This design comes from an exercise in tuning for small area and a short achievable clock period on the open sky130 flow, not from production work. RTL that was checked went through simulation tests only; none was proved equivalent to the original. No activity file was given, so power comes from the tool's default toggle rates.

== exp/indigo ==
Design rate_ctl, start of the top module:
module rate_ctl (
    input  wire               clk,
    input  wire               rst,         
    input  wire [1:0]         rate_sel,    
    input  wire               minphase,    
    input  wire               in_valid,
    input  wire signed [17:0] in_data,
    output reg                out_valid,
    output reg  signed [17:0] out_data
);
    wire              acc = in_valid & ~rst;    
    reg        [1:0]  rs;         
    reg               cfgh;
    reg        [2:0]  cfgc;
    wire              cfg = cfgh;
    always @(posedge clk) begin
        if (rst) cfgh <= minphase;
        cfgc <= {cfgc[1:0], minphase};
        rs   <= rate_sel;
    end
    reg               vB;
    reg        [1:0]  tB;
    reg        [35:0] P0, P1;                  
    wire       [35:0] S0, S1;
    hb_fix u_fix (.P0(P0), .P1(P1), .S0(S0), .S1(S1));
    wire       [35:0] S   = S0 + S1;           
    wire       [16:0] zx  = S0[16:0] ^ S1[16:0];
    wire       [16:0] zo  = {S0[15:0] | S1[15:0], 1'b0};
    wire              tie = (zx == zo);
    wire       [18:0] r   = {S[35:18], S[17] & ~tie};
    wire       [17:0] y   = (r[18] != r[17]) ? {r[18], {17{~r[18]}}} : r[17:0];
    reg        [179:0] h1e;
    reg        [89:0]  h1o;
    reg                par1;
    reg        [3:0]   cnt1;
    reg                j1;
    wire               push1 = acc & (rs != 2'd0);
    wire               new1  = push1 & ~par1;
    always @(posedge clk) begin
        if (push1 & ~par1) h1e <= {h1e[161:0], in_data};
        if (push1 &  par1) h1o <= {h1o[71:0], in_data};
        if (rst) begin
  ...
export LEC_CHECK = 0
export ABC_CLOCK_PERIOD_IN_PS = 5000
export CAP_MARGIN = 20
export CORE_MARGIN = 2
export CORE_UTILIZATION = 40
export CTS_BUF_LIST = sky130_fd_sc_hd__clkbuf_8
export CTS_CLUSTER_DIAMETER = 60
export CTS_CLUSTER_SIZE = 14
export PLACE_DENSITY = 0.6
export SLEW_MARGIN = 20
export SYNTH_HIERARCHICAL = 1
create_clock -name core_clock -period 20.0 [get_ports {clk}]
standard.sh (not shown) runs the stock make flow with config.mk's settings and CLKGATE_MAP_FILE= SYNTH_SCRIPT=/design/flow/synth_recipe.tcl, a recipe that flattens the netlist after the stock synthesis.
==> flow/flow/run.sh <==
#!/bin/bash
# Layout flow: the standard ORFS flow with two changes.
#  - the port buffers are buf_4 cells instead of the resizer's default pick;
#  - timing repair aims for a setup slack of SETUP_SLACK_MARGIN ns, well above 0,
#    so the design is sized for the shortest period it can reach. The clock and
#    constraints are the standard flow's, unchanged.
# Each tool's output goes to the ORFS logs under orfs/logs; the make output to
# standard.log in the work folder.
set -euo pipefail
cd "$(dirname "$0")/.."
export BUFFER_PORTS_ARGS="-buffer_cell sky130_fd_sc_hd__buf_4"
export SETUP_SLACK_MARGIN=$(cat flow/margin.txt)
bash standard.sh > standard.log 2>&1
==> flow/flow/margin.txt <==
14.8
The inputs of exp/yarrow differ from those of exp/indigo as listed below.
diff --git a/flow/config.mk b/flow/config.mk
--- a/flow/config.mk
+++ b/flow/config.mk
@@ -11,5 +11,2 @@
-export CORE_UTILIZATION = 40
-export CTS_BUF_LIST = sky130_fd_sc_hd__clkbuf_8
-export CTS_CLUSTER_DIAMETER = 60
-export CTS_CLUSTER_SIZE = 14
-export PLACE_DENSITY = 0.6
+export CORE_UTILIZATION = 65
+export PLACE_DENSITY = 0.75
### Flow results
Compared with exp/indigo, exp/yarrow is the more power-hungry design. exp/yarrow against exp/indigo: maximum clock skew at final layout lost 0.031 ns; reported net switching power comparable. Summary of exp/yarrow over exp/indigo: via count increased 918, count of fill cells added during filler insertion now sits lower, die area -53,000 um2, antenna diode count down 2, number of placed instances with taps included decreased by 700 relative to the old numbers. On number of buffers outside the clock class in the layout: exp/yarrow sits below exp/indigo.
Modified inputs, exp/fjord compared to exp/yarrow
==> flow/flow/margin.txt <==
15.2
diff --git a/flow/config.mk b/flow/config.mk
--- a/flow/config.mk
+++ b/flow/config.mk
@@ -11,2 +11,5 @@
-export CORE_UTILIZATION = 65
-export PLACE_DENSITY = 0.75
+export CORE_UTILIZATION = 40
+export CTS_BUF_LIST = sky130_fd_sc_hd__clkbuf_8
+export CTS_CLUSTER_DIAMETER = 60
+export CTS_CLUSTER_SIZE = 14
+export PLACE_DENSITY = 0.6
Notes after the runs:
- exp/fjord — core utilization 27 points lower, exp/yarrow as reference
- Run comparison: exp/fjord worst setup path startpoint out_data[15]; exp/yarrow worst setup path startpoint out_data[12]
- Between exp/fjord and exp/yarrow, it is exp/fjord whose power attributed to combinational cells is higher, by about 5%.
- Total via count after detailed routing: exp/fjord lower than exp/yarrow
- | via count of the first global-routing pass | higher: exp/yarrow |
- Delta (exp/fjord minus exp/yarrow): maximum frequency fell 4.9 MHz, via density per instance lost about 15%.
- There was hardly any difference in area growth from synthesis to layout between exp/fjord and exp/yarrow.
- Taking exp/yarrow over exp/fjord, the final total power ratio works out to 1.10.
The following lists how exp/onyx was set up differently from exp/fjord:
==> flow/flow/margin.txt <==
14.8
diff --git a/flow/config.mk b/flow/config.mk
--- a/flow/config.mk
+++ b/flow/config.mk
@@ -11 +11 @@
-export CORE_UTILIZATION = 40
+export CORE_UTILIZATION = 65
@@ -15 +15 @@
-export PLACE_DENSITY = 0.6
+export PLACE_DENSITY = 0.75
- Summary of exp/onyx over exp/fjord: register cell area after layout neither gained nor lost much; number of sequential cells in the layout comparable.
- Across both runs, total chip power was lower for exp/onyx than for exp/fjord.
- Relative to exp/fjord, the final cell area reported for exp/onyx is lower.
- The core of exp/onyx is more densely filled than that of exp/fjord.
- Sequential share of cell area: exp/onyx vs exp/fjord up 1.6 points
- Changes observed in exp/onyx relative to exp/fjord: via count of the first global-routing pass went up; global-route usage now larger; first-pass GRT wire length shrank by 3.6 mm.
Function was not checked in any run of this note: the RTL went through the layout flow alone.

---

Another version of the RTL of rate_ctl (not shown whole).
For scale: roughly 3,500 cells after synthesis, about 43 I/O pins, about 53,000 sq um of cells after synthesis.
==> flow/config.mk <==
export PLATFORM = sky130hd
export DESIGN_NAME = rate_ctl
export DESIGN_NICKNAME = rate_ctl
export VERILOG_FILES = /design/flow/design.v
export SDC_FILE = /design/flow/constraint.sdc
export NUM_CORES = 4
export LEC_CHECK = 0
export ABC_CLOCK_PERIOD_IN_PS = 5000
export CAP_MARGIN = 20
export CORE_MARGIN = 2
export CORE_UTILIZATION = 65
export CTS_BUF_LIST = sky130_fd_sc_hd__clkbuf_8
export CTS_CLUSTER_DIAMETER = 60
export CTS_CLUSTER_SIZE = 14
export PLACE_DENSITY = 0.75
export SLEW_MARGIN = 20
export SYNTH_HIERARCHICAL = 1
==> flow/constraint.sdc <==
create_clock -name core_clock -period 20.0 [get_ports {clk}]
set_input_delay 4.0000 -clock core_clock [delete_from_list [all_inputs] [get_ports {clk}]]
set_output_delay 4.0000 -clock core_clock [all_outputs]
set_load 0.01 [all_outputs]
==> flow/flow/run.sh <==
#!/bin/bash
# Layout flow: the standard ORFS flow with these changes:
#  - the port buffers are buf_4 cells instead of the resizer's default pick;
#  - timing repair aims for a setup slack of SETUP_SLACK_MARGIN ns (flow/margin.txt),
#    well above 0, so the design is sized for the shortest period it can reach.
#    The clock and the constraints are the standard flow's, unchanged;
#  - clock tree options from flow/cts_args.txt, if present.
# The make output goes to standard.log in the work folder; each ORFS step
# writes its own log under orfs/logs.
set -euo pipefail
cd "$(dirname "$0")/.."
export BUFFER_PORTS_ARGS="-buffer_cell sky130_fd_sc_hd__buf_4"
export SETUP_SLACK_MARGIN=$(cat flow/margin.txt)
if [[ -f flow/cts_args.txt ]]; then
  export CTS_ARGS="$(cat flow/cts_args.txt)"
fi
bash standard.sh > standard.log 2>&1
==> flow/flow/cts_args.txt <==
-sink_clustering_enable -repair_clock_nets -buf_list sky130_fd_sc_hd__clkbuf_8 -root_buf sky130_fd_sc_hd__clkbuf_16 -sink_clustering_size 14 -sink_clustering_max_diameter 60
==> flow/flow/margin.txt <==
14.8
Edit:
==> flow/flow/run.sh (replaced) <==
#!/bin/bash
# Layout flow: the standard ORFS flow with two changes.
#  - the port buffers are buf_4 cells instead of the resizer's default pick;
#  - timing repair aims for a setup slack of SETUP_SLACK_MARGIN ns, well above 0,
#    so the design is sized for the shortest period it can reach. The clock and
#    constraints are the standard flow's, unchanged.
# Each tool's output goes to the ORFS logs under orfs/logs; the make output to
# standard.log in the work folder.
set -euo pipefail
cd "$(dirname "$0")/.."
export BUFFER_PORTS_ARGS="-buffer_cell sky130_fd_sc_hd__buf_4"
export SETUP_SLACK_MARGIN=$(cat flow/margin.txt)
bash standard.sh > standard.log 2>&1
removed: flow/flow/cts_args.txt
=>
- The changed run ran to the end with no violations
- non-clock buffer count drops by 1
- maximum frequency drops slightly
- wire length stays flat
- combinational power stays flat
- clock-buffer cell count stays the same
- sequential share of layout area hardly moves
- flip-flop and latch count is unchanged

---

rate_ctl, a different RTL version from the one above (not shown whole).
For scale: ~43 I/O pins.
==> flow/config.mk <==
export PLATFORM = sky130hd
export DESIGN_NAME = rate_ctl
export DESIGN_NICKNAME = rate_ctl
export VERILOG_FILES = /design/flow/design.v
export SDC_FILE = /design/flow/constraint.sdc
export NUM_CORES = 4
export LEC_CHECK = 0
export ABC_CLOCK_PERIOD_IN_PS = 5000
export CAP_MARGIN = 20
export CORE_MARGIN = 2
export CORE_UTILIZATION = 65
export CTS_BUF_LIST = sky130_fd_sc_hd__clkbuf_8
export CTS_CLUSTER_DIAMETER = 60
export CTS_CLUSTER_SIZE = 14
export PLACE_DENSITY = 0.75
export SLEW_MARGIN = 20
export SYNTH_HIERARCHICAL = 1
==> flow/constraint.sdc <==
create_clock -name core_clock -period 20.0 [get_ports {clk}]
set_input_delay 4.0000 -clock core_clock [delete_from_list [all_inputs] [get_ports {clk}]]
set_output_delay 4.0000 -clock core_clock [all_outputs]
set_load 0.01 [all_outputs]
==> flow/flow/run.sh <==
#!/bin/bash
# Layout flow: the standard ORFS flow with two changes.
#  - the port buffers are buf_4 cells instead of the resizer's default pick;
#  - timing repair aims for a setup slack of SETUP_SLACK_MARGIN ns, well above 0,
#    so the design is sized for the shortest period it can reach. The clock and
#    constraints are the standard flow's, unchanged.
# Each tool's output goes to the ORFS logs under orfs/logs; the make output to
# standard.log in the work folder.
set -euo pipefail
cd "$(dirname "$0")/.."
export BUFFER_PORTS_ARGS="-buffer_cell sky130_fd_sc_hd__buf_4"
export SETUP_SLACK_MARGIN=$(cat flow/margin.txt)
bash standard.sh > standard.log 2>&1
Scripts as last shown in full above: flow/flow/margin.txt
==> next run, changes <==
Settings changed: CORE_UTILIZATION 65 to 75, PLACE_DENSITY 0.75 to 0.85.
The changed run died in 5_1_grt with GRT-0232.
Synthesized area does not change.
Synthesized cell count is unchanged.
No run of this note included a check of the RTL's function; only the layout flow was run.

---

rate_ctl, a different RTL version from the one above (not shown whole).
For scale: about 1100 flip-flops, ~43 I/O pins, about 0.055 mm² of cells after synthesis.
Settings: LEC_CHECK=0, CAP_MARGIN=20, CORE_MARGIN=2, CORE_UTILIZATION=40, CTS_BUF_LIST=sky130_fd_sc_hd__clkbuf_4 sky130_fd_sc_hd__clkbuf_8, PLACE_DENSITY=0.6, SLEW_MARGIN=20; clock period 20.0 ns.
run.sh (not shown) runs the stock make flow with config.mk's settings and CLKGATE_MAP_FILE= SYNTH_SCRIPT=/design/flow/synth_recipe.tcl, a recipe that flattens the netlist after the stock synthesis.
Stock flow here: none of the scripts above is used.
The first run ran to the end with no violations.
Then changed:
- CTS_BUF_LIST: sky130_fd_sc_hd__clkbuf_4 sky130_fd_sc_hd__clkbuf_8 -> sky130_fd_sc_hd__clkbuf_8
- CTS_CLUSTER_DIAMETER: default -> 60
- CTS_CLUSTER_SIZE: default -> 14
Result:
- The changed run finished clean
- via count came out lower slightly
- routed wire length came out lower slightly
- hold slack is about the same
- final area came out lower by a few percent
- global-route usage came out lower by 0.29 points
- sequential power barely changes
- die area stays the same

---

rate_ctl, a different RTL version from the one above (not shown whole).
Size in the first run: ~3,600 cells after synthesis, about 1,100 flip-flops, about 43 I/O pins, about 0.053 mm2 of cells after synthesis.
Design rate_ctl, start of the top module:
module rate_ctl (
    input  wire               clk,
    input  wire               rst,         
    input  wire [1:0]         rate_sel,    
    input  wire               minphase,    
    input  wire               in_valid,
    input  wire signed [17:0] in_data,
    output reg                out_valid,
    output reg  signed [17:0] out_data
);
    wire              acc = in_valid & ~rst;    
    reg        [1:0]  rs;         
    reg               cfgh;
    reg        [2:0]  cfgc;
    wire              cfg = cfgh;
    always @(posedge clk) begin
        if (rst) cfgh <= minphase;
        cfgc <= {cfgc[1:0], minphase};
        rs   <= rate_sel;
    end
    reg               vB;
    reg        [1:0]  tB;
    reg        [35:0] P0, P1;      
    wire       [18:0] q;           
    wire              tie;         
    hb_fin u_fin (.P0(P0), .P1(P1), .q(q), .tie(tie));
    wire       [18:0] r   = {q[18:1], q[0] & ~tie};    
    wire       [17:0] y   = (r[18] != r[17]) ? {r[18], {17{~r[18]}}} : r[17:0];
    reg        [179:0] h1e;
    reg        [89:0]  h1o;
    reg                par1;
    reg        [3:0]   cnt1;
    reg                j1;
    wire               push1 = acc & (rs != 2'd0);
    wire               new1  = push1 & ~par1;
    wire               load1 = in_valid & (rs != 2'd0);
    always @(posedge clk) begin
        if (load1 & ~par1) h1e <= {h1e[161:0], in_data};
        if (load1 &  par1) h1o <= {h1o[71:0], in_data};
        if (rst) begin
            par1 <= 1'b0;
            cnt1 <= 4'd0;
            j1   <= 1'b0;
        end else begin
            if (push1) par1 <= ~par1;
            if (push1 & ~par1 & (cnt1 != 4'd10)) cnt1 <= cnt1 + 4'd1;
            j1   <= new1;
        end
    end
  ...
clock: 20.0 ns
lec_check: 0
abc_clock_period_in_ps: 5000
cap_margin: 20
core_margin: 2
core_utilization: 65
cts_buf_list: sky130_fd_sc_hd__clkbuf_8
cts_cluster_diameter: 60
cts_cluster_size: 14
place_density: 0.75
slew_margin: 20
synth_hierarchical: 1
standard.sh (not shown) runs the stock make flow with config.mk's settings and CLKGATE_MAP_FILE= SYNTH_SCRIPT=/design/flow/synth_recipe.tcl, a recipe that flattens the netlist after the stock synthesis.
==> flow/flow/run.sh <==
#!/bin/bash
# Layout flow: the standard ORFS flow with these changes:
#  - the port buffers are buf_4 cells instead of the resizer's default pick;
#  - timing repair aims for a setup slack of SETUP_SLACK_MARGIN ns (flow/margin.txt),
#    well above 0, so the design is sized for the shortest period it can reach.
#    The clock and the constraints are the standard flow's, unchanged;
#  - clock tree options from flow/cts_args.txt, if present.
# The make output goes to standard.log in the work folder; each ORFS step
# writes its own log under orfs/logs.
set -euo pipefail
cd "$(dirname "$0")/.."
export BUFFER_PORTS_ARGS="-buffer_cell sky130_fd_sc_hd__buf_4"
export SETUP_SLACK_MARGIN=$(cat flow/margin.txt)
if [[ -f flow/cts_args.txt ]]; then
  export CTS_ARGS="$(cat flow/cts_args.txt)"
fi
bash standard.sh > standard.log 2>&1
Scripts as last shown in full above: flow/flow/margin.txt
==> next run, changes <==
==> flow/flow/cts_args.txt (new file) <==
-sink_clustering_enable -repair_clock_nets -buf_list sky130_fd_sc_hd__clkbuf_8 -root_buf sky130_fd_sc_hd__clkbuf_16 -sink_clustering_size 14 -sink_clustering_max_diameter 60
==> flow/flow/margin.txt (replaced) <==
15.0
What happened: Clock power went up by about 4%. Design area goes up by 0.55%. Die area does not change.
==> next run, changes <==
==> flow/flow/margin.txt (replaced) <==
14.8
CORE_UTILIZATION = 70   (was 65)
PLACE_DENSITY = 0.8   (was 0.75)
removed: flow/flow/cts_args.txt
Result:
- design area goes down slightly
- fmax falls by a few percent
- global-route usage rose by 2.9 points
- clock skew increases by 6.2 ps
- total power goes down slightly
- register-to-register slack is worse by 240 ps
- wire length climbs slightly
- die area falls by a little under a tenth
Function was not checked in any run of this note: the RTL went through the layout flow alone.

---

## run A
Another version of the RTL of rate_ctl (not shown whole).
For scale: about 3600 cells after synthesis, ~1100 flip-flops, ~43 I/O pins.
clock: 20.0 ns
lec_check: 0
abc_clock_period_in_ps: 5000
cap_margin: 20
core_margin: 2
core_utilization: 65
cts_buf_list: sky130_fd_sc_hd__clkbuf_8
cts_cluster_diameter: 60
cts_cluster_size: 14
place_density: 0.75
slew_margin: 20
synth_hierarchical: 1
==> flow/flow/cts_args.txt <==
-sink_clustering_enable -repair_clock_nets -buf_list sky130_fd_sc_hd__clkbuf_8 -root_buf sky130_fd_sc_hd__clkbuf_16 -sink_clustering_size 14 -sink_clustering_max_diameter 60
==> flow/flow/margin.txt <==
15.0
Scripts as last shown in full above: flow/flow/run.sh
For run B, these inputs were changed with respect to run A:
==> flow/flow/cts_args.txt <==
-sink_clustering_enable -repair_clock_nets -buf_list sky130_fd_sc_hd__clkbuf_8 -root_buf sky130_fd_sc_hd__clkbuf_16 -tree_buf sky130_fd_sc_hd__clkbuf_16 -sink_clustering_size 14 -sink_clustering_max_diameter 60
==> comparison <==
- Reported for run B and run A, layout overhead on the synthesized area turned out identical to the last digit.
- Reported for run B and run A, aggregate routed wire length turned out identical to the last digit.
- On switching component of the power, run B and run A are basically level.
- Run A → run B: maximum clock frequency was more or less identical; post-layout net count closely matched the old numbers; post-route core utilization barely changed; portion of the layout cell area used by clock cells was more or less identical.
The following lists how run C was set up differently from run B:
- removing ABC_CLOCK_PERIOD_IN_PS (formerly 5000)
==> flow/flow/cts_args.txt <==
-sink_clustering_enable -repair_clock_nets -buf_list sky130_fd_sc_hd__clkbuf_8 -root_buf sky130_fd_sc_hd__clkbuf_16 -sink_clustering_size 14 -sink_clustering_max_diameter 60
Run C -> run B: sequential cell count of the final layout delta 0, exact match. Reported for run C and run B, met2 layer wire length in the routed design turned out identical to the last digit. Run C completed end to end with timing, DRC and antenna clean. | starting utilization of the core area | run C vs run B | ≈ equal |. On via count, run C and run B are basically level. From run B to run C the numbers moved as follows: post-layout instance area level; setup slack level; die area level; fmax level. Status: measured slew at the worst slew-check pin parity (run C, run B).
No run of this note included a check of the RTL's function; only the layout flow was run.

afterwards: timing with drivers on the ports:
No port has a modelled driver above. Below, the same layouts with a new extraction and two added sets of constraints. Step 1, drivers: a clkbuf_16 drives clk and a buf_2 each remaining input, both assumed. Step 2 moves the port delays by t, midway between the first and last clock arrival at a register: inputs arrive t later, outputs are due t later. That takes back most of the time a late clock gives input paths. Three values: no drivers, after step 1, after step 2; two values: the first two.
| run | t (ns) | setup slack, ns | worst setup path after step 2 | worst data-port slew with drivers (ns) |
|---|---|---|---|---|
| exp/indigo | 0.891 | 14.708 / 14.631 / 14.015 | input to register | 0.06 |
| exp/yarrow | 0.742 | 14.841 / 14.768 / 14.181 | input to register | 0.10 |
| exp/fjord | 0.881 | 14.707 / 14.639 / 14.371 | input to register | 0.08 |
| exp/onyx | 0.822 | 14.781 / 14.712 / 14.073 | input to register | 0.11 |
| the first run of note 2 | 0.697 | 14.832 / 14.760 / 14.209 | input to register | 0.08 |
| the second run of note 2 | 0.797 | 14.774 / 14.707 / 14.107 | input to register | 0.08 |
| the first run of note 3 | 0.805 | 14.806 / 14.738 / 14.133 | input to register | 0.06 |
| the first run of note 4 | 0.944 | 13.981 / 13.911 / 14.162 | input to register | 0.04 |
| the second run of note 4 | 0.914 | 14.042 / 13.972 / 14.149 | register to register | 0.04 |
| the first run of note 5 | 0.814 | 14.752 / 14.682 / 14.073 | input to register | 0.05 |
| the second run of note 5 | 0.702 | 14.876 / 14.806 / 14.366 | input to register | 0.05 |
| the third run of note 5 | 0.825 | 14.757 / 14.688 / 14.081 | input to register | 0.05 |
| run A | 0.698 | 14.868 / 14.796 / 15.039 | register to register | 0.05 |
| run B | 0.698 | 14.868 / 14.796 / 15.039 | register to register | 0.05 |
| run C | 0.698 | 14.868 / 14.796 / 15.039 | register to register | 0.05 |
After both steps every run listed still meets setup and hold. For exp/onyx, which loses most, drivers alone change the setup slack by -0.069 ns; drivers and shift together by -0.708 ns.
